Source: an optimization exercise on an open RTL-to-GDS flow (aim: small area and a short achievable clock period). Production flows keep margins and buffers that such runs may drop.
No run shown here included a check of the RTL's function; only the layout flow was run.
Power figures rest on the tool's default switching activity, not on a simulated workload.

[flow/design.v]
module dec_addsub (
    input  wire         clk,
    input  wire         rst,
    input  wire         in_valid,
    input  wire [1:0]   in_op,
    input  wire [127:0] in_a,
    input  wire [127:0] in_b,
    output reg          out_valid,
    output wire [127:0] out_result,
    output wire [1:0]   out_cmp,
    output wire         out_ovf,
    output wire         out_dec_data
);
    localparam ND = 31;
    function valid_operand;
        input [127:0] x;
        integer k;
        begin
            valid_operand = (x[3:0] == 4'hc) || (x[3:0] == 4'hd) || (x[3:0] == 4'hf);
            for (k = 1; k <= ND; k = k + 1)
                if (x[4*k+3] & (x[4*k+2] | x[4*k+1])) valid_operand = 1'b0;
        end
    endfunction
    wire data_err = !valid_operand(in_a) || !valid_operand(in_b);
    wire sa  = (in_a[3:0] == 4'hd);
    wire sb  = (in_b[3:0] == 4'hd);
    wire sub = sa ^ sb ^ (in_op[0] | in_op[1]);
    wire [ND-1:0] g, p;
    wire [3:0]    s0 [0:ND-1];
    genvar k;
    generate
        for (k = 0; k < ND; k = k + 1) begin : dig
            wire [3:0] a = in_a[4*k+4 +: 4];
            wire [3:0] b = in_b[4*k+4 +: 4];
            wire [3:0] bb = {sub ? ~(b[3] | b[2] | b[1]) : b[3],
                             b[2] ^ (sub & b[1]), b[1], b[0] ^ sub};
            wire [4:0] z;
            wire [4:1] cy;
            assign z[0]  = a[0] ^ bb[0];
            assign cy[1] = a[0] & bb[0];
            assign z[1]  = a[1] ^ bb[1] ^ cy[1];
            assign cy[2] = (a[1] & bb[1]) | (a[1] & cy[1]) | (bb[1] & cy[1]);
            assign z[2]  = a[2] ^ bb[2] ^ cy[2];
            assign cy[3] = (a[2] & bb[2]) | (a[2] & cy[2]) | (bb[2] & cy[2]);
            assign z[3]  = a[3] ^ bb[3] ^ cy[3];
            assign cy[4] = (a[3] & bb[3]) | (a[3] & cy[3]) | (bb[3] & cy[3]);
            assign z[4]  = cy[4];
            assign g[k] = z[4] | (z[3] & (z[2] | z[1]));             
            assign p[k] = z[3] & z[0] & !z[2] & !z[1] & !z[4];       
            assign s0[k] = {z[3] ^ (g[k] & (z[2] | z[1])), z[2] ^ (g[k] & !z[1]),
                            z[1] ^ g[k], z[0]};
        end
    endgenerate
    wire [ND-1:0] gp0, pp0;
    wire [ND-1:0] gp1, pp1;
    wire [ND-1:0] gp2, pp2;
    wire [ND-1:0] gp3, pp3;
    wire [ND-1:0] gp4, pp4;
    wire [ND-1:0] gp5, pp5;
    wire [ND-1:0] gp6, pp6;
    wire [ND-1:0] gp7, pp7;
    wire [ND-1:0] gp8, pp8;
    wire [ND-1:0] gp9, pp9;
    assign gp0 = g;
    assign pp0 = p;
    assign gp1[0] = gp0[0];
    assign pp1[0] = pp0[0];
    assign gp1[1] = gp0[1] | (pp0[1] & gp0[0]);
    assign pp1[1] = pp0[1] & pp0[0];
    assign gp1[2] = gp0[2];
    assign pp1[2] = pp0[2];
    assign gp1[3] = gp0[3] | (pp0[3] & gp0[2]);
    assign pp1[3] = pp0[3] & pp0[2];
    assign gp1[4] = gp0[4];
    assign pp1[4] = pp0[4];
    assign gp1[5] = gp0[5] | (pp0[5] & gp0[4]);
    assign pp1[5] = pp0[5] & pp0[4];
    assign gp1[6] = gp0[6];
    assign pp1[6] = pp0[6];
    assign gp1[7] = gp0[7] | (pp0[7] & gp0[6]);
    assign pp1[7] = pp0[7] & pp0[6];
    assign gp1[8] = gp0[8];
    assign pp1[8] = pp0[8];
    assign gp1[9] = gp0[9] | (pp0[9] & gp0[8]);
    assign pp1[9] = pp0[9] & pp0[8];
    assign gp1[10] = gp0[10];
    assign pp1[10] = pp0[10];
    assign gp1[11] = gp0[11] | (pp0[11] & gp0[10]);
    assign pp1[11] = pp0[11] & pp0[10];
    assign gp1[12] = gp0[12];
    assign pp1[12] = pp0[12];
    assign gp1[13] = gp0[13] | (pp0[13] & gp0[12]);
    assign pp1[13] = pp0[13] & pp0[12];
    assign gp1[14] = gp0[14];
    assign pp1[14] = pp0[14];
    assign gp1[15] = gp0[15] | (pp0[15] & gp0[14]);
    assign pp1[15] = pp0[15] & pp0[14];
    assign gp1[16] = gp0[16];
    assign pp1[16] = pp0[16];
    assign gp1[17] = gp0[17] | (pp0[17] & gp0[16]);
    assign pp1[17] = pp0[17] & pp0[16];
    assign gp1[18] = gp0[18];
    assign pp1[18] = pp0[18];
    assign gp1[19] = gp0[19] | (pp0[19] & gp0[18]);
    assign pp1[19] = pp0[19] & pp0[18];
    assign gp1[20] = gp0[20];
    assign pp1[20] = pp0[20];
    assign gp1[21] = gp0[21] | (pp0[21] & gp0[20]);
    assign pp1[21] = pp0[21] & pp0[20];
    assign gp1[22] = gp0[22];
    assign pp1[22] = pp0[22];
    assign gp1[23] = gp0[23] | (pp0[23] & gp0[22]);
    assign pp1[23] = pp0[23] & pp0[22];
    assign gp1[24] = gp0[24];
    assign pp1[24] = pp0[24];
    assign gp1[25] = gp0[25] | (pp0[25] & gp0[24]);
    assign pp1[25] = pp0[25] & pp0[24];
    assign gp1[26] = gp0[26];
    assign pp1[26] = pp0[26];
    assign gp1[27] = gp0[27] | (pp0[27] & gp0[26]);
    assign pp1[27] = pp0[27] & pp0[26];
    assign gp1[28] = gp0[28];
    assign pp1[28] = pp0[28];
    assign gp1[29] = gp0[29] | (pp0[29] & gp0[28]);
    assign pp1[29] = pp0[29] & pp0[28];
    assign gp1[30] = gp0[30];
    assign pp1[30] = pp0[30];
    assign gp2[0] = gp1[0];
    assign pp2[0] = pp1[0];
    assign gp2[1] = gp1[1];
    assign pp2[1] = pp1[1];
    assign gp2[2] = gp1[2];
    assign pp2[2] = pp1[2];
    assign gp2[3] = gp1[3] | (pp1[3] & gp1[1]);
    assign pp2[3] = pp1[3] & pp1[1];
    assign gp2[4] = gp1[4];
    assign pp2[4] = pp1[4];
    assign gp2[5] = gp1[5];
    assign pp2[5] = pp1[5];
    assign gp2[6] = gp1[6];
    assign pp2[6] = pp1[6];
    assign gp2[7] = gp1[7] | (pp1[7] & gp1[5]);
    assign pp2[7] = pp1[7] & pp1[5];
    assign gp2[8] = gp1[8];
    assign pp2[8] = pp1[8];
    assign gp2[9] = gp1[9];
    assign pp2[9] = pp1[9];
    assign gp2[10] = gp1[10];
    assign pp2[10] = pp1[10];
    assign gp2[11] = gp1[11] | (pp1[11] & gp1[9]);
    assign pp2[11] = pp1[11] & pp1[9];
    assign gp2[12] = gp1[12];
    assign pp2[12] = pp1[12];
    assign gp2[13] = gp1[13];
    assign pp2[13] = pp1[13];
    assign gp2[14] = gp1[14];
    assign pp2[14] = pp1[14];
    assign gp2[15] = gp1[15] | (pp1[15] & gp1[13]);
    assign pp2[15] = pp1[15] & pp1[13];
    assign gp2[16] = gp1[16];
    assign pp2[16] = pp1[16];
    assign gp2[17] = gp1[17];
    assign pp2[17] = pp1[17];
    assign gp2[18] = gp1[18];
    assign pp2[18] = pp1[18];
    assign gp2[19] = gp1[19] | (pp1[19] & gp1[17]);
    assign pp2[19] = pp1[19] & pp1[17];
    assign gp2[20] = gp1[20];
    assign pp2[20] = pp1[20];
    assign gp2[21] = gp1[21];
    assign pp2[21] = pp1[21];
    assign gp2[22] = gp1[22];
    assign pp2[22] = pp1[22];
    assign gp2[23] = gp1[23] | (pp1[23] & gp1[21]);
    assign pp2[23] = pp1[23] & pp1[21];
    assign gp2[24] = gp1[24];
    assign pp2[24] = pp1[24];
    assign gp2[25] = gp1[25];
    assign pp2[25] = pp1[25];
    assign gp2[26] = gp1[26];
    assign pp2[26] = pp1[26];
    assign gp2[27] = gp1[27] | (pp1[27] & gp1[25]);
    assign pp2[27] = pp1[27] & pp1[25];
    assign gp2[28] = gp1[28];
    assign pp2[28] = pp1[28];
    assign gp2[29] = gp1[29];
    assign pp2[29] = pp1[29];
    assign gp2[30] = gp1[30];
    assign pp2[30] = pp1[30];
    assign gp3[0] = gp2[0];
    assign pp3[0] = pp2[0];
    assign gp3[1] = gp2[1];
    assign pp3[1] = pp2[1];
    assign gp3[2] = gp2[2];
    assign pp3[2] = pp2[2];
    assign gp3[3] = gp2[3];
    assign pp3[3] = pp2[3];
    assign gp3[4] = gp2[4];
    assign pp3[4] = pp2[4];
    assign gp3[5] = gp2[5];
    assign pp3[5] = pp2[5];
    assign gp3[6] = gp2[6];
    assign pp3[6] = pp2[6];
    assign gp3[7] = gp2[7] | (pp2[7] & gp2[3]);
    assign pp3[7] = pp2[7] & pp2[3];
    assign gp3[8] = gp2[8];
    assign pp3[8] = pp2[8];
    assign gp3[9] = gp2[9];
    assign pp3[9] = pp2[9];
    assign gp3[10] = gp2[10];
    assign pp3[10] = pp2[10];
    assign gp3[11] = gp2[11];
    assign pp3[11] = pp2[11];
    assign gp3[12] = gp2[12];
    assign pp3[12] = pp2[12];
    assign gp3[13] = gp2[13];
    assign pp3[13] = pp2[13];
    assign gp3[14] = gp2[14];
    assign pp3[14] = pp2[14];
    assign gp3[15] = gp2[15] | (pp2[15] & gp2[11]);
    assign pp3[15] = pp2[15] & pp2[11];
    assign gp3[16] = gp2[16];
    assign pp3[16] = pp2[16];
    assign gp3[17] = gp2[17];
    assign pp3[17] = pp2[17];
    assign gp3[18] = gp2[18];
    assign pp3[18] = pp2[18];
    assign gp3[19] = gp2[19];
    assign pp3[19] = pp2[19];
    assign gp3[20] = gp2[20];
    assign pp3[20] = pp2[20];
    assign gp3[21] = gp2[21];
    assign pp3[21] = pp2[21];
    assign gp3[22] = gp2[22];
    assign pp3[22] = pp2[22];
    assign gp3[23] = gp2[23] | (pp2[23] & gp2[19]);
    assign pp3[23] = pp2[23] & pp2[19];
    assign gp3[24] = gp2[24];
    assign pp3[24] = pp2[24];
    assign gp3[25] = gp2[25];
    assign pp3[25] = pp2[25];
    assign gp3[26] = gp2[26];
    assign pp3[26] = pp2[26];
    assign gp3[27] = gp2[27];
    assign pp3[27] = pp2[27];
    assign gp3[28] = gp2[28];
    assign pp3[28] = pp2[28];
    assign gp3[29] = gp2[29];
    assign pp3[29] = pp2[29];
    assign gp3[30] = gp2[30];
    assign pp3[30] = pp2[30];
    assign gp4[0] = gp3[0];
    assign pp4[0] = pp3[0];
    assign gp4[1] = gp3[1];
    assign pp4[1] = pp3[1];
    assign gp4[2] = gp3[2];
    assign pp4[2] = pp3[2];
    assign gp4[3] = gp3[3];
    assign pp4[3] = pp3[3];
    assign gp4[4] = gp3[4];
    assign pp4[4] = pp3[4];
    assign gp4[5] = gp3[5];
    assign pp4[5] = pp3[5];
    assign gp4[6] = gp3[6];
    assign pp4[6] = pp3[6];
    assign gp4[7] = gp3[7];
    assign pp4[7] = pp3[7];
    assign gp4[8] = gp3[8];
    assign pp4[8] = pp3[8];
    assign gp4[9] = gp3[9];
    assign pp4[9] = pp3[9];
    assign gp4[10] = gp3[10];
    assign pp4[10] = pp3[10];
    assign gp4[11] = gp3[11];
    assign pp4[11] = pp3[11];
    assign gp4[12] = gp3[12];
    assign pp4[12] = pp3[12];
    assign gp4[13] = gp3[13];
    assign pp4[13] = pp3[13];
    assign gp4[14] = gp3[14];
    assign pp4[14] = pp3[14];
    assign gp4[15] = gp3[15] | (pp3[15] & gp3[7]);
    assign pp4[15] = pp3[15] & pp3[7];
    assign gp4[16] = gp3[16];
    assign pp4[16] = pp3[16];
    assign gp4[17] = gp3[17];
    assign pp4[17] = pp3[17];
    assign gp4[18] = gp3[18];
    assign pp4[18] = pp3[18];
    assign gp4[19] = gp3[19];
    assign pp4[19] = pp3[19];
    assign gp4[20] = gp3[20];
    assign pp4[20] = pp3[20];
    assign gp4[21] = gp3[21];
    assign pp4[21] = pp3[21];
    assign gp4[22] = gp3[22];
    assign pp4[22] = pp3[22];
    assign gp4[23] = gp3[23];
    assign pp4[23] = pp3[23];
    assign gp4[24] = gp3[24];
    assign pp4[24] = pp3[24];
    assign gp4[25] = gp3[25];
    assign pp4[25] = pp3[25];
    assign gp4[26] = gp3[26];
    assign pp4[26] = pp3[26];
    assign gp4[27] = gp3[27];
    assign pp4[27] = pp3[27];
    assign gp4[28] = gp3[28];
    assign pp4[28] = pp3[28];
    assign gp4[29] = gp3[29];
    assign pp4[29] = pp3[29];
    assign gp4[30] = gp3[30];
    assign pp4[30] = pp3[30];
    assign gp5[0] = gp4[0];
    assign pp5[0] = pp4[0];
    assign gp5[1] = gp4[1];
    assign pp5[1] = pp4[1];
    assign gp5[2] = gp4[2];
    assign pp5[2] = pp4[2];
    assign gp5[3] = gp4[3];
    assign pp5[3] = pp4[3];
    assign gp5[4] = gp4[4];
    assign pp5[4] = pp4[4];
    assign gp5[5] = gp4[5];
    assign pp5[5] = pp4[5];
    assign gp5[6] = gp4[6];
    assign pp5[6] = pp4[6];
    assign gp5[7] = gp4[7];
    assign pp5[7] = pp4[7];
    assign gp5[8] = gp4[8];
    assign pp5[8] = pp4[8];
    assign gp5[9] = gp4[9];
    assign pp5[9] = pp4[9];
    assign gp5[10] = gp4[10];
    assign pp5[10] = pp4[10];
    assign gp5[11] = gp4[11];
    assign pp5[11] = pp4[11];
    assign gp5[12] = gp4[12];
    assign pp5[12] = pp4[12];
    assign gp5[13] = gp4[13];
    assign pp5[13] = pp4[13];
    assign gp5[14] = gp4[14];
    assign pp5[14] = pp4[14];
    assign gp5[15] = gp4[15];
    assign pp5[15] = pp4[15];
    assign gp5[16] = gp4[16];
    assign pp5[16] = pp4[16];
    assign gp5[17] = gp4[17];
    assign pp5[17] = pp4[17];
    assign gp5[18] = gp4[18];
    assign pp5[18] = pp4[18];
    assign gp5[19] = gp4[19];
    assign pp5[19] = pp4[19];
    assign gp5[20] = gp4[20];
    assign pp5[20] = pp4[20];
    assign gp5[21] = gp4[21];
    assign pp5[21] = pp4[21];
    assign gp5[22] = gp4[22];
    assign pp5[22] = pp4[22];
    assign gp5[23] = gp4[23];
    assign pp5[23] = pp4[23];
    assign gp5[24] = gp4[24];
    assign pp5[24] = pp4[24];
    assign gp5[25] = gp4[25];
    assign pp5[25] = pp4[25];
    assign gp5[26] = gp4[26];
    assign pp5[26] = pp4[26];
    assign gp5[27] = gp4[27];
    assign pp5[27] = pp4[27];
    assign gp5[28] = gp4[28];
    assign pp5[28] = pp4[28];
    assign gp5[29] = gp4[29];
    assign pp5[29] = pp4[29];
    assign gp5[30] = gp4[30];
    assign pp5[30] = pp4[30];
    assign gp6[0] = gp5[0];
    assign pp6[0] = pp5[0];
    assign gp6[1] = gp5[1];
    assign pp6[1] = pp5[1];
    assign gp6[2] = gp5[2];
    assign pp6[2] = pp5[2];
    assign gp6[3] = gp5[3];
    assign pp6[3] = pp5[3];
    assign gp6[4] = gp5[4];
    assign pp6[4] = pp5[4];
    assign gp6[5] = gp5[5];
    assign pp6[5] = pp5[5];
    assign gp6[6] = gp5[6];
    assign pp6[6] = pp5[6];
    assign gp6[7] = gp5[7];
    assign pp6[7] = pp5[7];
    assign gp6[8] = gp5[8];
    assign pp6[8] = pp5[8];
    assign gp6[9] = gp5[9];
    assign pp6[9] = pp5[9];
    assign gp6[10] = gp5[10];
    assign pp6[10] = pp5[10];
    assign gp6[11] = gp5[11];
    assign pp6[11] = pp5[11];
    assign gp6[12] = gp5[12];
    assign pp6[12] = pp5[12];
    assign gp6[13] = gp5[13];
    assign pp6[13] = pp5[13];
    assign gp6[14] = gp5[14];
    assign pp6[14] = pp5[14];
    assign gp6[15] = gp5[15];
    assign pp6[15] = pp5[15];
    assign gp6[16] = gp5[16];
    assign pp6[16] = pp5[16];
    assign gp6[17] = gp5[17];
    assign pp6[17] = pp5[17];
    assign gp6[18] = gp5[18];
    assign pp6[18] = pp5[18];
    assign gp6[19] = gp5[19];
    assign pp6[19] = pp5[19];
    assign gp6[20] = gp5[20];
    assign pp6[20] = pp5[20];
    assign gp6[21] = gp5[21];
    assign pp6[21] = pp5[21];
    assign gp6[22] = gp5[22];
    assign pp6[22] = pp5[22];
    assign gp6[23] = gp5[23] | (pp5[23] & gp5[15]);
    assign pp6[23] = pp5[23] & pp5[15];
    assign gp6[24] = gp5[24];
    assign pp6[24] = pp5[24];
    assign gp6[25] = gp5[25];
    assign pp6[25] = pp5[25];
    assign gp6[26] = gp5[26];
    assign pp6[26] = pp5[26];
    assign gp6[27] = gp5[27];
    assign pp6[27] = pp5[27];
    assign gp6[28] = gp5[28];
    assign pp6[28] = pp5[28];
    assign gp6[29] = gp5[29];
    assign pp6[29] = pp5[29];
    assign gp6[30] = gp5[30];
    assign pp6[30] = pp5[30];
    assign gp7[0] = gp6[0];
    assign pp7[0] = pp6[0];
    assign gp7[1] = gp6[1];
    assign pp7[1] = pp6[1];
    assign gp7[2] = gp6[2];
    assign pp7[2] = pp6[2];
    assign gp7[3] = gp6[3];
    assign pp7[3] = pp6[3];
    assign gp7[4] = gp6[4];
    assign pp7[4] = pp6[4];
    assign gp7[5] = gp6[5];
    assign pp7[5] = pp6[5];
    assign gp7[6] = gp6[6];
    assign pp7[6] = pp6[6];
    assign gp7[7] = gp6[7];
    assign pp7[7] = pp6[7];
    assign gp7[8] = gp6[8];
    assign pp7[8] = pp6[8];
    assign gp7[9] = gp6[9];
    assign pp7[9] = pp6[9];
    assign gp7[10] = gp6[10];
    assign pp7[10] = pp6[10];
    assign gp7[11] = gp6[11] | (pp6[11] & gp6[7]);
    assign pp7[11] = pp6[11] & pp6[7];
    assign gp7[12] = gp6[12];
    assign pp7[12] = pp6[12];
    assign gp7[13] = gp6[13];
    assign pp7[13] = pp6[13];
    assign gp7[14] = gp6[14];
    assign pp7[14] = pp6[14];
    assign gp7[15] = gp6[15];
    assign pp7[15] = pp6[15];
    assign gp7[16] = gp6[16];
    assign pp7[16] = pp6[16];
    assign gp7[17] = gp6[17];
    assign pp7[17] = pp6[17];
    assign gp7[18] = gp6[18];
    assign pp7[18] = pp6[18];
    assign gp7[19] = gp6[19] | (pp6[19] & gp6[15]);
    assign pp7[19] = pp6[19] & pp6[15];
    assign gp7[20] = gp6[20];
    assign pp7[20] = pp6[20];
    assign gp7[21] = gp6[21];
    assign pp7[21] = pp6[21];
    assign gp7[22] = gp6[22];
    assign pp7[22] = pp6[22];
    assign gp7[23] = gp6[23];
    assign pp7[23] = pp6[23];
    assign gp7[24] = gp6[24];
    assign pp7[24] = pp6[24];
    assign gp7[25] = gp6[25];
    assign pp7[25] = pp6[25];
    assign gp7[26] = gp6[26];
    assign pp7[26] = pp6[26];
    assign gp7[27] = gp6[27] | (pp6[27] & gp6[23]);
    assign pp7[27] = pp6[27] & pp6[23];
    assign gp7[28] = gp6[28];
    assign pp7[28] = pp6[28];
    assign gp7[29] = gp6[29];
    assign pp7[29] = pp6[29];
    assign gp7[30] = gp6[30];
    assign pp7[30] = pp6[30];
    assign gp8[0] = gp7[0];
    assign pp8[0] = pp7[0];
    assign gp8[1] = gp7[1];
    assign pp8[1] = pp7[1];
    assign gp8[2] = gp7[2];
    assign pp8[2] = pp7[2];
    assign gp8[3] = gp7[3];
    assign pp8[3] = pp7[3];
    assign gp8[4] = gp7[4];
    assign pp8[4] = pp7[4];
    assign gp8[5] = gp7[5] | (pp7[5] & gp7[3]);
    assign pp8[5] = pp7[5] & pp7[3];
    assign gp8[6] = gp7[6];
    assign pp8[6] = pp7[6];
    assign gp8[7] = gp7[7];
    assign pp8[7] = pp7[7];
    assign gp8[8] = gp7[8];
    assign pp8[8] = pp7[8];
    assign gp8[9] = gp7[9] | (pp7[9] & gp7[7]);
    assign pp8[9] = pp7[9] & pp7[7];
    assign gp8[10] = gp7[10];
    assign pp8[10] = pp7[10];
    assign gp8[11] = gp7[11];
    assign pp8[11] = pp7[11];
    assign gp8[12] = gp7[12];
    assign pp8[12] = pp7[12];
    assign gp8[13] = gp7[13] | (pp7[13] & gp7[11]);
    assign pp8[13] = pp7[13] & pp7[11];
    assign gp8[14] = gp7[14];
    assign pp8[14] = pp7[14];
    assign gp8[15] = gp7[15];
    assign pp8[15] = pp7[15];
    assign gp8[16] = gp7[16];
    assign pp8[16] = pp7[16];
    assign gp8[17] = gp7[17] | (pp7[17] & gp7[15]);
    assign pp8[17] = pp7[17] & pp7[15];
    assign gp8[18] = gp7[18];
    assign pp8[18] = pp7[18];
    assign gp8[19] = gp7[19];
    assign pp8[19] = pp7[19];
    assign gp8[20] = gp7[20];
    assign pp8[20] = pp7[20];
    assign gp8[21] = gp7[21] | (pp7[21] & gp7[19]);
    assign pp8[21] = pp7[21] & pp7[19];
    assign gp8[22] = gp7[22];
    assign pp8[22] = pp7[22];
    assign gp8[23] = gp7[23];
    assign pp8[23] = pp7[23];
    assign gp8[24] = gp7[24];
    assign pp8[24] = pp7[24];
    assign gp8[25] = gp7[25] | (pp7[25] & gp7[23]);
    assign pp8[25] = pp7[25] & pp7[23];
    assign gp8[26] = gp7[26];
    assign pp8[26] = pp7[26];
    assign gp8[27] = gp7[27];
    assign pp8[27] = pp7[27];
    assign gp8[28] = gp7[28];
    assign pp8[28] = pp7[28];
    assign gp8[29] = gp7[29] | (pp7[29] & gp7[27]);
    assign pp8[29] = pp7[29] & pp7[27];
    assign gp8[30] = gp7[30];
    assign pp8[30] = pp7[30];
    assign gp9[0] = gp8[0];
    assign pp9[0] = pp8[0];
    assign gp9[1] = gp8[1];
    assign pp9[1] = pp8[1];
    assign gp9[2] = gp8[2] | (pp8[2] & gp8[1]);
    assign pp9[2] = pp8[2] & pp8[1];
    assign gp9[3] = gp8[3];
    assign pp9[3] = pp8[3];
    assign gp9[4] = gp8[4] | (pp8[4] & gp8[3]);
    assign pp9[4] = pp8[4] & pp8[3];
    assign gp9[5] = gp8[5];
    assign pp9[5] = pp8[5];
    assign gp9[6] = gp8[6] | (pp8[6] & gp8[5]);
    assign pp9[6] = pp8[6] & pp8[5];
    assign gp9[7] = gp8[7];
    assign pp9[7] = pp8[7];
    assign gp9[8] = gp8[8] | (pp8[8] & gp8[7]);
    assign pp9[8] = pp8[8] & pp8[7];
    assign gp9[9] = gp8[9];
    assign pp9[9] = pp8[9];
    assign gp9[10] = gp8[10] | (pp8[10] & gp8[9]);
    assign pp9[10] = pp8[10] & pp8[9];
    assign gp9[11] = gp8[11];
    assign pp9[11] = pp8[11];
    assign gp9[12] = gp8[12] | (pp8[12] & gp8[11]);
    assign pp9[12] = pp8[12] & pp8[11];
    assign gp9[13] = gp8[13];
    assign pp9[13] = pp8[13];
    assign gp9[14] = gp8[14] | (pp8[14] & gp8[13]);
    assign pp9[14] = pp8[14] & pp8[13];
    assign gp9[15] = gp8[15];
    assign pp9[15] = pp8[15];
    assign gp9[16] = gp8[16] | (pp8[16] & gp8[15]);
    assign pp9[16] = pp8[16] & pp8[15];
    assign gp9[17] = gp8[17];
    assign pp9[17] = pp8[17];
    assign gp9[18] = gp8[18] | (pp8[18] & gp8[17]);
    assign pp9[18] = pp8[18] & pp8[17];
    assign gp9[19] = gp8[19];
    assign pp9[19] = pp8[19];
    assign gp9[20] = gp8[20] | (pp8[20] & gp8[19]);
    assign pp9[20] = pp8[20] & pp8[19];
    assign gp9[21] = gp8[21];
    assign pp9[21] = pp8[21];
    assign gp9[22] = gp8[22] | (pp8[22] & gp8[21]);
    assign pp9[22] = pp8[22] & pp8[21];
    assign gp9[23] = gp8[23];
    assign pp9[23] = pp8[23];
    assign gp9[24] = gp8[24] | (pp8[24] & gp8[23]);
    assign pp9[24] = pp8[24] & pp8[23];
    assign gp9[25] = gp8[25];
    assign pp9[25] = pp8[25];
    assign gp9[26] = gp8[26] | (pp8[26] & gp8[25]);
    assign pp9[26] = pp8[26] & pp8[25];
    assign gp9[27] = gp8[27];
    assign pp9[27] = pp8[27];
    assign gp9[28] = gp8[28] | (pp8[28] & gp8[27]);
    assign pp9[28] = pp8[28] & pp8[27];
    assign gp9[29] = gp8[29];
    assign pp9[29] = pp8[29];
    assign gp9[30] = gp8[30] | (pp8[30] & gp8[29]);
    assign pp9[30] = pp8[30] & pp8[29];
    wire [ND-1:0] G = gp9;
    wire [ND-1:0] P = pp9;
    wire cout = G[ND-1];
    wire cin  = sub & cout;            
    wire [ND-1:0] c = {G[ND-2:0] | (P[ND-2:0] & {(ND-1){cin}}), cin};
    function [3:0] inc_digit;
        input [3:0] d;
        input ci;
        begin
            inc_digit[0] = d[0] ^ ci;
            inc_digit[1] = d[1] ^ (ci & d[0] & !d[3]);
            inc_digit[2] = d[2] ^ (ci & d[0] & d[1]);
            inc_digit[3] = d[3] ^ (ci & d[0] & (d[3] | (d[2] & d[1])));
        end
    endfunction
    reg [123:0] r_dig;
    reg         r_inv, r_neg, r_ovf, r_eq, r_dd;
    integer n;
    always @(posedge clk) begin
        for (n = 0; n < ND; n = n + 1)
            r_dig[4*n +: 4] <= inc_digit(s0[n], c[n]);
        r_inv <= sub & !cout;
        r_neg <= (sa ^ (sub & !cout)) & !(sub & P[ND-1]);
        r_eq  <= sub & P[ND-1];        
        r_ovf <= !sub & cout;
        r_dd  <= data_err;
    end
    always @(posedge clk)
        out_valid <= in_valid & !rst;
    function [3:0] nine_comp;
        input [3:0] d;
        input inv;
        begin
            nine_comp[0] = d[0] ^ inv;
            nine_comp[1] = d[1];
            nine_comp[2] = d[2] ^ (inv & d[1]);
            nine_comp[3] = inv ? !(d[3] | d[2] | d[1]) : d[3];
        end
    endfunction
    reg [123:0] mag;
    reg         all0;
    always @* begin
        all0 = 1'b1;
        for (n = 0; n < ND; n = n + 1) begin
            mag[4*n +: 4] = nine_comp(r_dig[4*n +: 4], r_inv);
            if (r_dig[4*n +: 4] != 4'd0) all0 = 1'b0;
        end
    end
    wire zero    = r_eq | (!r_inv & all0);
    wire nonzero = !zero | r_ovf;
    assign out_result   = {mag, 3'b110, r_neg & !zero};
    assign out_ovf      = r_ovf;
    assign out_cmp      = {r_neg & nonzero, nonzero};
    assign out_dec_data = r_dd;
endmodule
[flow/flow/run.sh]
#!/bin/bash
# Standard layout, with the smallest buffer on every input and output port,
# timing repair asked for a setup slack of 50.0 ns, and a clock tree of
# clkbuf_8 buffers without dummy loads.
set -euo pipefail
bash standard.sh BUFFER_PORTS_ARGS="-buffer_cell sky130_fd_sc_hd__buf_1" SETUP_SLACK_MARGIN=50.0 \
  CTS_ARGS="-sink_clustering_enable -repair_clock_nets -buf_list sky130_fd_sc_hd__clkbuf_8 -dont_use_dummy_load" \
  finish > standard.log 2>&1
[flow/standard.sh]
#!/bin/bash
# synth_recipe.tcl (not shown) runs the flow's synth.tcl, then flattens the netlist and writes it again
# the make line also repeats each setting of config.mk as NAME=value (left out here)
make -C /OpenROAD-flow-scripts/flow DESIGN_CONFIG=/design/flow/config.mk WORK_HOME=/design/flow/orfs CLKGATE_MAP_FILE= SYNTH_SCRIPT=/design/flow/synth_recipe.tcl "${@:-finish}"
[flow/config.mk]
export PLATFORM = sky130hd
export DESIGN_NAME = dec_addsub
export DESIGN_NICKNAME = dec_addsub
export VERILOG_FILES = /design/flow/design.v
export SDC_FILE = /design/flow/constraint.sdc
export NUM_CORES = 4
export LEC_CHECK = 0
export ABC_AREA = 1
export ABC_CLOCK_PERIOD_IN_PS = 55000
export CAP_MARGIN = 20
export CORE_MARGIN = 2
export CORE_UTILIZATION = 40
export SLEW_MARGIN = 20
[flow/constraint.sdc]
create_clock -name core_clock -period 70.0 [get_ports {clk}]
set_input_delay 14.0000 -clock core_clock [delete_from_list [all_inputs] [get_ports {clk}]]
set_output_delay 14.0000 -clock core_clock [all_outputs]
set_load 0.01 [all_outputs]
==> results of run 1 <==
-- sequential cells by signal, indices dropped and copies added, names as in the netlist --
name,flops
r_dig,124
out_valid,1
r_dd,1
r_eq,1
r_inv,1
r_neg,1
r_ovf,1
-- layout make-up --
type                            instances  area, sq um  area share (%)
Multi-Input combinational cell       1334         9270            62.1
Inverter                              198          746            5.00
Tap cell                              442          553            3.71
Sequential cell                       130         2610            17.5
Antenna cell                            2         5.00          0.0336
Timing Repair Buffer                  394         1500            10.1
Clock buffer                           17          234            1.57
-- cells in the final DEF (no fill, tap or decap), drive strengths merged, types with 4 or more instances in the layout --
cell type	netlist	routed
buf	48	394
nand2	347	347
inv	198	197
nor2	175	175
o21ai	146	146
dfxtp	130	130
xnor2	120	120
xor2	98	98
fa	93	93
ha	93	93
nand3	55	55
nor3	52	52
a21oi	37	37
nand4	36	36
clkbuf	20	17
o21a	16	16
nor4	15	15
o31ai	13	13
o2111ai	10	10
or2	10	10
a21o	6	6
nand3b	4	4
-- per-stage QoR --
step	cell area, sq um	setup WS, ns	cells
2_1_floorplan	13000	51.25	1730
3_3_place_gp	14700	50.11	2498
3_5_place_dp	14700	49.99	2498
4_1_cts	14900	50.46	2515
5_1_grt	14900	50.00	2517
6_report	14900	50.67	2517
-- worst max-delay path by stage --
stage,to
floorplan,r_dig[115]
global placement,r_dig[95]
detailed placement,r_dig[95]
CTS,r_dig[95]
global route,r_dig[43]
finish,r_dig[95]
-- kinds of logic after synthesis --
kind of cell | count (synthesis)
simple gates | 695
other cells | 2
flops | 130
compound gates | 232
fa+ha+maj | 186
buf+inv | 266
xor+xnor | 218
-- timing repair --
| action | in CTS | in global routing |
|---|---|---|
| hold buffers | 0 | 0 |
| gates resized for setup | 0 | 2 |
| endpoints found under the setup margin | 0 | 59 |
-- layer usage --
metal / track usage [%] / up-vias / wire (um)
met5: 0 / - / 17
met4: 9.15 / 2 / 1280
met3: 3.91 / 60 / 2630
met2: 46.2 / 434 / 22000
met1: 32.2 / 5881 / 19300
li1: - / 6216 / -
-- where the power goes --
part,switching (mW),internal [mW]
Combinational,0.192,0.116
Clock,0.0279,0.0214
Sequential,0.0299,0.114
Total,0.250,0.251
==> flow_metrics.env, run 1 <==
export IMPL_whs_ns=13.70
export IMPL_arrival_ns=19.71
export IMPL_setup_tns_final_ns=0
export IMPL_io_buffers=390
export IMPL_grt_pass1_vias=12200
export IMPL_cp_depth=35
export IMPL_fin_crit_sh_pct=27.6
export IMPL_antenna_found_initial=3
export IMPL_yosys_area_share_adder_pct=23.2
export IMPL_critPathTopFamily="simple AND/OR/NAND/NOR gates"
export IMPL_drt_total_wl_um=45300
export IMPL_vias=12600
export IMPL_path_class="in2reg"
export IMPL_synth_compound_area_share_pct=9.97
export IMPL_avgViaCountPerCell=5.00
export IMPL_grt_util_all_layers_pct=26.1
export IMPL_ys_flop_type="dfxtp_1"
export IMPL_syn_to_final_growth_pct=14.5
export IMPL_yosysMostFrequentCell="nand2_1"
export IMPL_die_x_um=184
export IMPL_power_density_nw_per_um2=33.6
export IMPL_start_util_pct=40.3
export IMPL_async_flop_share_pct=0
export IMPL_ioPinCount=394
export IMPL_finish_utilization_pct=46.2
export IMPL_cts_sinks=130
export IMPL_hold_path_class="in2reg"
export IMPL_cp_data_required_time_ns=70.38
export IMPL_hold_end="out_valid"
export IMPL_maxSlewHeadroom_pct=24.8
export IMPL_synth_xor_area_share_pct=14.7
export IMPL_worstHoldPathCells=2
export IMPL_drive_gt1_share_pct=3.14
export IMPL_drv_slew=0
export IMPL_grt_max_degree=74
export IMPL_worstPathMaxFanout=39
export IMPL_gp_congestion=0.928
export IMPL_rows=66
export IMPL_dr_pass1_iters=5
export IMPL_tightestPinTransition_ns=1.13
export IMPL_die_h_um=184
export IMPL_hpwl_um=38500
export IMPL_netlist_area_sq_um=13000
export IMPL_ys_top_cells_by_area="dfxtp_1 (20%), fa_1 (14%), nand2_1 (9.8%), ha_1 (8.9%), xnor2_1 (8.1%)"
export IMPL_ys_ff_latch=130
export IMPL_yosysSeqAreaShare_pct=20.0
export IMPL_grt_pass1_wl_um=66000
export IMPL_maxCapViolCount=0
export IMPL_cts_setup_buffers=0
export IMPL_crit_buf_inv=3
export IMPL_cpMostUsedCell="nand2_1"
export IMPL_clk_pin_slew_ns=0.09
export IMPL_coreArea_sq_um=32300
export IMPL_finalSetupViolations=0
export IMPL_yosys_top_cells_count="nand2_1 (341), inv_1 (194), nor2_1 (160)"
export IMPL_holdCritStartpoint="rst"
export IMPL_fmax_ghz=0.0517
export IMPL_drt_iter0_markers=650
export IMPL_cpPeakStageDelay_ns=0.55
export IMPL_cts_buffer_depth=2
export IMPL_synth_top_family_by_area="adder cells"
export IMPL_crit_path_top_delay_cell="fa_1"
export IMPL_hold_viol=0
export IMPL_root_buffer="clkbuf_8"
export IMPL_synth_cell_types=42
export IMPL_critPathCaptureType="register"
export IMPL_post_route_drc_count=0
export IMPL_yosysTopAreaCell="dfxtp_1"
export IMPL_overflow=0
export IMPL_nFillCells=3353
export IMPL_fin_crit_ns=19.33
export IMPL_p_leak_nw=6.25
export IMPL_numCtsBuffers=17
export IMPL_synthMuxAreaShare_pct=0
export IMPL_cts_tree="yes"
export IMPL_synth_top_area_share_pct=20.0
export IMPL_start_kind="primary input"
export IMPL_status="complete, no violations"
export IMPL_final_antenna_net_count=0
export IMPL_avgSynthCellArea_sq_um=7.53
export IMPL_power_mw=0.501
export IMPL_crit_path_start="in_b[1]"
export IMPL_synth_simple_area_share_pct=23.2
export IMPL_peakVddDrop_v=0.0000173
export IMPL_rsz0062_at_grt="false"
export IMPL_synth_edf_count=0
export IMPL_die_area_sq_um=34000
export IMPL_nNetsFinal=2522
export IMPL_wl_per_cell_um=18.0
export IMPL_synthCells=1729
export IMPL_cts_max_level=4
export IMPL_yosys_warnings=1
==> inputs of run 2 (changes only) <==
--- a/flow/design.v
+++ b/flow/design.v
@@ -32,8 +32,8 @@
         for (k = 0; k < ND; k = k + 1) begin : dig
             wire [3:0] a = in_a[4*k+4 +: 4];
             wire [3:0] b = in_b[4*k+4 +: 4];
-            wire [3:0] bb = {sub ? ~(b[3] | b[2] | b[1]) : b[3],
-                             b[2] ^ (sub & b[1]), b[1], b[0] ^ sub};
+            wire [3:0] bb = {sub ? ~b[3] : b[3] ^ (b[2] | b[1]),
+                             ~(b[2] ^ (b[1] & ~sub)), ~b[1], b[0] ^ sub};
             wire [4:0] z;
             wire [4:1] cy;
             assign z[0]  = a[0] ^ bb[0];
@@ -45,10 +45,10 @@
             assign z[3]  = a[3] ^ bb[3] ^ cy[3];
             assign cy[4] = (a[3] & bb[3]) | (a[3] & cy[3]) | (bb[3] & cy[3]);
             assign z[4]  = cy[4];
-            assign g[k] = z[4] | (z[3] & (z[2] | z[1]));             
-            assign p[k] = z[3] & z[0] & !z[2] & !z[1] & !z[4];       
-            assign s0[k] = {z[3] ^ (g[k] & (z[2] | z[1])), z[2] ^ (g[k] & !z[1]),
-                            z[1] ^ g[k], z[0]};
+            assign g[k] = z[4];                               
+            assign p[k] = z[3] & z[2] & z[1] & z[0];          
+            assign s0[k] = {g[k] ? z[3] : ~(z[3] ^ (z[2] & z[1])),
+                            z[2] ^ (~g[k] & z[1]), z[1] ^ ~g[k], z[0]};
         end
     endgenerate
     wire [ND-1:0] gp0, pp0;
--- a/flow/config.mk
+++ b/flow/config.mk
@@ -5,7 +5,6 @@
 export SDC_FILE = /design/flow/constraint.sdc
 export NUM_CORES = 4
 export LEC_CHECK = 0
-export ABC_AREA = 1
 export ABC_CLOCK_PERIOD_IN_PS = 55000
 export CAP_MARGIN = 20
 export CORE_MARGIN = 2
==> run 2 against run 1 <==
Net effect:
- combinational power decreased by 7.1%
- sequential power about the same
- utilization increased by 1.1 points
- synthesized cell count decreased by 15%
- largest cell class unchanged
==> flow_metrics.env, run 2 <==
export IMPL_status="complete, no violations"
export IMPL_clk_pin_slew_ns=0.07
export IMPL_grt_util_all_layers_pct=24.8
export IMPL_power_density_nw_per_um2=31.8
export IMPL_yosysTopAreaCell="dfxtp_1"
export IMPL_fin_crit_sh_pct=28.2
export IMPL_async_flop_share_pct=0
export IMPL_synthCells=1464
export IMPL_fmax_ghz=0.0507
export IMPL_holdCritStartpoint="rst"
export IMPL_finalSetupViolations=0
export IMPL_dr_pass1_iters=5
export IMPL_yosysMostFrequentCell="xnor2_1"
export IMPL_grt_pass1_wl_um=62200
export IMPL_numCtsBuffers=17
export IMPL_nNetsFinal=2303
export IMPL_io_buffers=390
export IMPL_die_x_um=184
export IMPL_overflow=0
export IMPL_cts_sinks=130
export IMPL_syn_to_final_growth_pct=16.0
export IMPL_critPathCaptureType="register"
export IMPL_hold_end="out_valid"
export IMPL_rows=65
export IMPL_tightestPinTransition_ns=1.03
export IMPL_synth_top_area_share_pct=20.2
export IMPL_whs_ns=13.71
export IMPL_yosys_top_cells_count="xnor2_1 (209), inv_1 (172), nand2_1 (165)"
export IMPL_largest_reg_flops=124
export IMPL_regMostFlops="r_dig"
export IMPL_ys_top_cells_by_area="dfxtp_1 (20%), fa_1 (14%), xnor2_1 (14%), ha_1 (12%), inv_1 (5.0%)"
export IMPL_worstHoldPathCells=2
export IMPL_antenna_found_initial=2
export IMPL_peakVddDrop_v=0.0000125
export IMPL_vias=11400
export IMPL_grt_pass1_vias=11300
export IMPL_hpwl_um=36500
export IMPL_gp_congestion=0.883
export IMPL_dp_cells=2202
export IMPL_maxSlewHeadroom_pct=30.7
export IMPL_fin_crit_ns=19.73
export IMPL_synth_edf_count=0
export IMPL_hold_path_class="in2reg"
export IMPL_die_area_sq_um=33700
export IMPL_post_route_drc_count=0
export IMPL_wl_per_cell_um=18.8
export IMPL_crit_chain="buf_1 > and4b_2 > xnor3_4 > buf_12 > buf_12 > xnor2_1 > ha_1 > inv_1 > fa_1 > fa_1 > fa_1 > or4b_1 > nand4b_1 > nand3b_1 > o31ai_4 > o311a_1 > o21ai_1 > inv_2 > a21boi_2 > o41ai_2 > ha_2 > nand2_1 > xnor2_1"
export IMPL_hold_viol=0
export IMPL_cp_data_required_time_ns=70.32
export IMPL_grt_max_degree=60
export IMPL_cts_tree="yes"
export IMPL_die_h_um=184
export IMPL_root_buffer="clkbuf_8"
export IMPL_final_cells=2230
export IMPL_drt_total_wl_um=42000
export IMPL_layout_common_cells="buf_1 (390), xnor2_1 (209), inv_1 (172)"
export IMPL_start_kind="primary input"
export IMPL_ys_ff_latch=130
export IMPL_yosysSeqAreaShare_pct=20.2
export IMPL_ys_flop_type="dfxtp_1"
export IMPL_start_util_pct=40.7
export IMPL_crit_path_top_delay_cell="or4b_1"
export IMPL_cpPeakStageDelay_ns=0.55
export IMPL_avgSynthCellArea_sq_um=8.80
export IMPL_maxCapViolCount=0
export IMPL_yosys_warnings=1
export IMPL_p_leak_nw=6.03
export IMPL_nFillCells=3142
export IMPL_cts_max_level=4
export IMPL_synth_cell_types=69
export IMPL_coreArea_sq_um=31600
export IMPL_rsz0062_at_grt="true"
export IMPL_drive_gt1_share_pct=6.63
export IMPL_netlist_area_sq_um=12900
export IMPL_arrival_ns=20.05
export IMPL_worstPathMaxFanout=53
export IMPL_drv_slew=0
export IMPL_avgViaCountPerCell=5.09
export IMPL_mostFrequentLayoutCell="buf_1"
export IMPL_ioPinCount=394
export IMPL_cpMostUsedCell="fa_1"
export IMPL_cts_buffer_depth=2
export IMPL_drt_iter0_markers=525
export IMPL_path_class="in2reg"
export IMPL_setup_tns_final_ns=0
export IMPL_final_antenna_net_count=0
==> run 2: changes by cell type after synthesis, sizes merged, moves of 13 or more <==
cell,change
nand2,-182
nor2,-141
xnor2,+89
xor2,-57
nand3,-48
o21ai,-44
mux2,+31
ha,+30
or2,+26
inv,-25
nand4,+20
o21a,-14
nor3,-13
==> run 2: metal layers <==
layer | wire, um | GRT usage, % | vias to the layer above
met3 | 2680 | 4.18 | 56
met5 | 0 | 0 | -
met1 | 18000 | 31.0 | 5299
li1 | - | - | 5598
met4 | 1220 | 9.02 | 0
met2 | 20200 | 42.9 | 407
==> run 2: kinds of logic (layout without fill, tap and decap cells) <==
kind of cell	after synthesis	in the layout	synth area share, %
compound gates	186	186	8.61
xor+xnor	251	252	17.2
fa+ha+maj	216	216	26.4
buf+inv	232	590	7.78
flops	130	130	20.2
mux	32	32	2.79
other cells	2	7	0.0583
simple gates	415	415	17.0
==> run 2: cell type report <==
cell class | instances | area [sq um] | area share (%)
antenna | 4 | 10.0 | 0.0669
clock buffer | 17 | 234 | 1.56
inverter | 173 | 649 | 4.34
multi-input combinational | 1104 | 9390 | 62.8
sequential | 130 | 2610 | 17.4
tap | 402 | 503 | 3.36
timing repair buffer | 400 | 1560 | 10.5
==> run 2: how the worst max path moves through the flow <==
stage	endpoint	start	slack, ns	cells after the start
global placement	r_dig[86]	in_a[2]	48.85	23
CTS	r_dig[85]	in_b[1]	50.07	23
global route	r_dig[85]	in_b[1]	49.99	23
floorplan	r_dig[13]	in_a[1]	50.19	22
detailed placement	r_dig[85]	in_a[2]	48.60	23
finish	r_dig[85]	in_b[1]	50.27	23
==> run 2: worst max-delay path: cells and delay by family <==
family	cells	cell delay, ns
xor gates and xnor gates	3	0.87
and+or+nand+nor	5	1.63
adders and majority gates	5	1.73
AOI/OAI and AO/OA	5	1.06
buffers and inverters	5	0.69
==> run 2: stage by stage <==
stage / power, mW / util, % / worst slack [ns] / cell area (sq um)
floorplan: 0.338 / - / 50.19 / 12900
global placement: 0.421 / 46.0 / 48.85 / 14500
detailed placement: 0.425 / 46.0 / 48.60 / 14500
CTS: 0.477 / 46.9 / 50.07 / 14800
global route: 0.515 / 47.2 / 49.99 / 14900
finish: 0.476 / 47.3 / 50.27 / 15000
==> run 2: power breakdown <==
group / internal, mW / switching [mW] / leakage, nW
clock: 0.0214 / 0.0282 / 0.122
sequential: 0.112 / 0.0291 / 1.10
combinational: 0.119 / 0.166 / 4.82
total: 0.252 / 0.223 / 6.03
==> run 2: repair_timing <==
item | in CTS | in global routing
hold buffers | 0 | 0
pin swaps | 1 | 3
setup endpoints to repair | 125 | 61
buffers inserted | 1 | 5
gates resized for setup | 7 | 12
cloned | 1 | 0

==> afterwards: timing with drivers on the ports <==
No port has a modelled driver above. Below, the same layouts with a new extraction and two added sets of constraints. Step 1 (the two cells are an assumption about what drives the block):
set clk [get_ports {clk}]
set_driving_cell -lib_cell sky130_fd_sc_hd__clkbuf_16 $clk
set_driving_cell -lib_cell sky130_fd_sc_hd__buf_2 [delete_from_list [all_inputs] $clk]
Step 2 adds t to the input delays and takes it off the output delays; t is the mean of the earliest and latest rising clock arrival at the registers after step 1. Input paths then give back, and output paths get back, about the clock's delay inside the block. Three values: ideal ports, drivers, drivers and shift; two values: the first two.
run | shift t [ns] | setup WS [ns] | cell pins on the clock port's net
run 1 | 0.482 | 50.673 / 50.697 / 50.215 | 1
run 2 | 0.479 | 50.266 / 50.290 / 49.812 | 1
After both steps setup and hold are still met in every run listed. The setup slack of run 1, which loses most, moves by +0.024 ns with the drivers and by -0.458 ns with both steps.
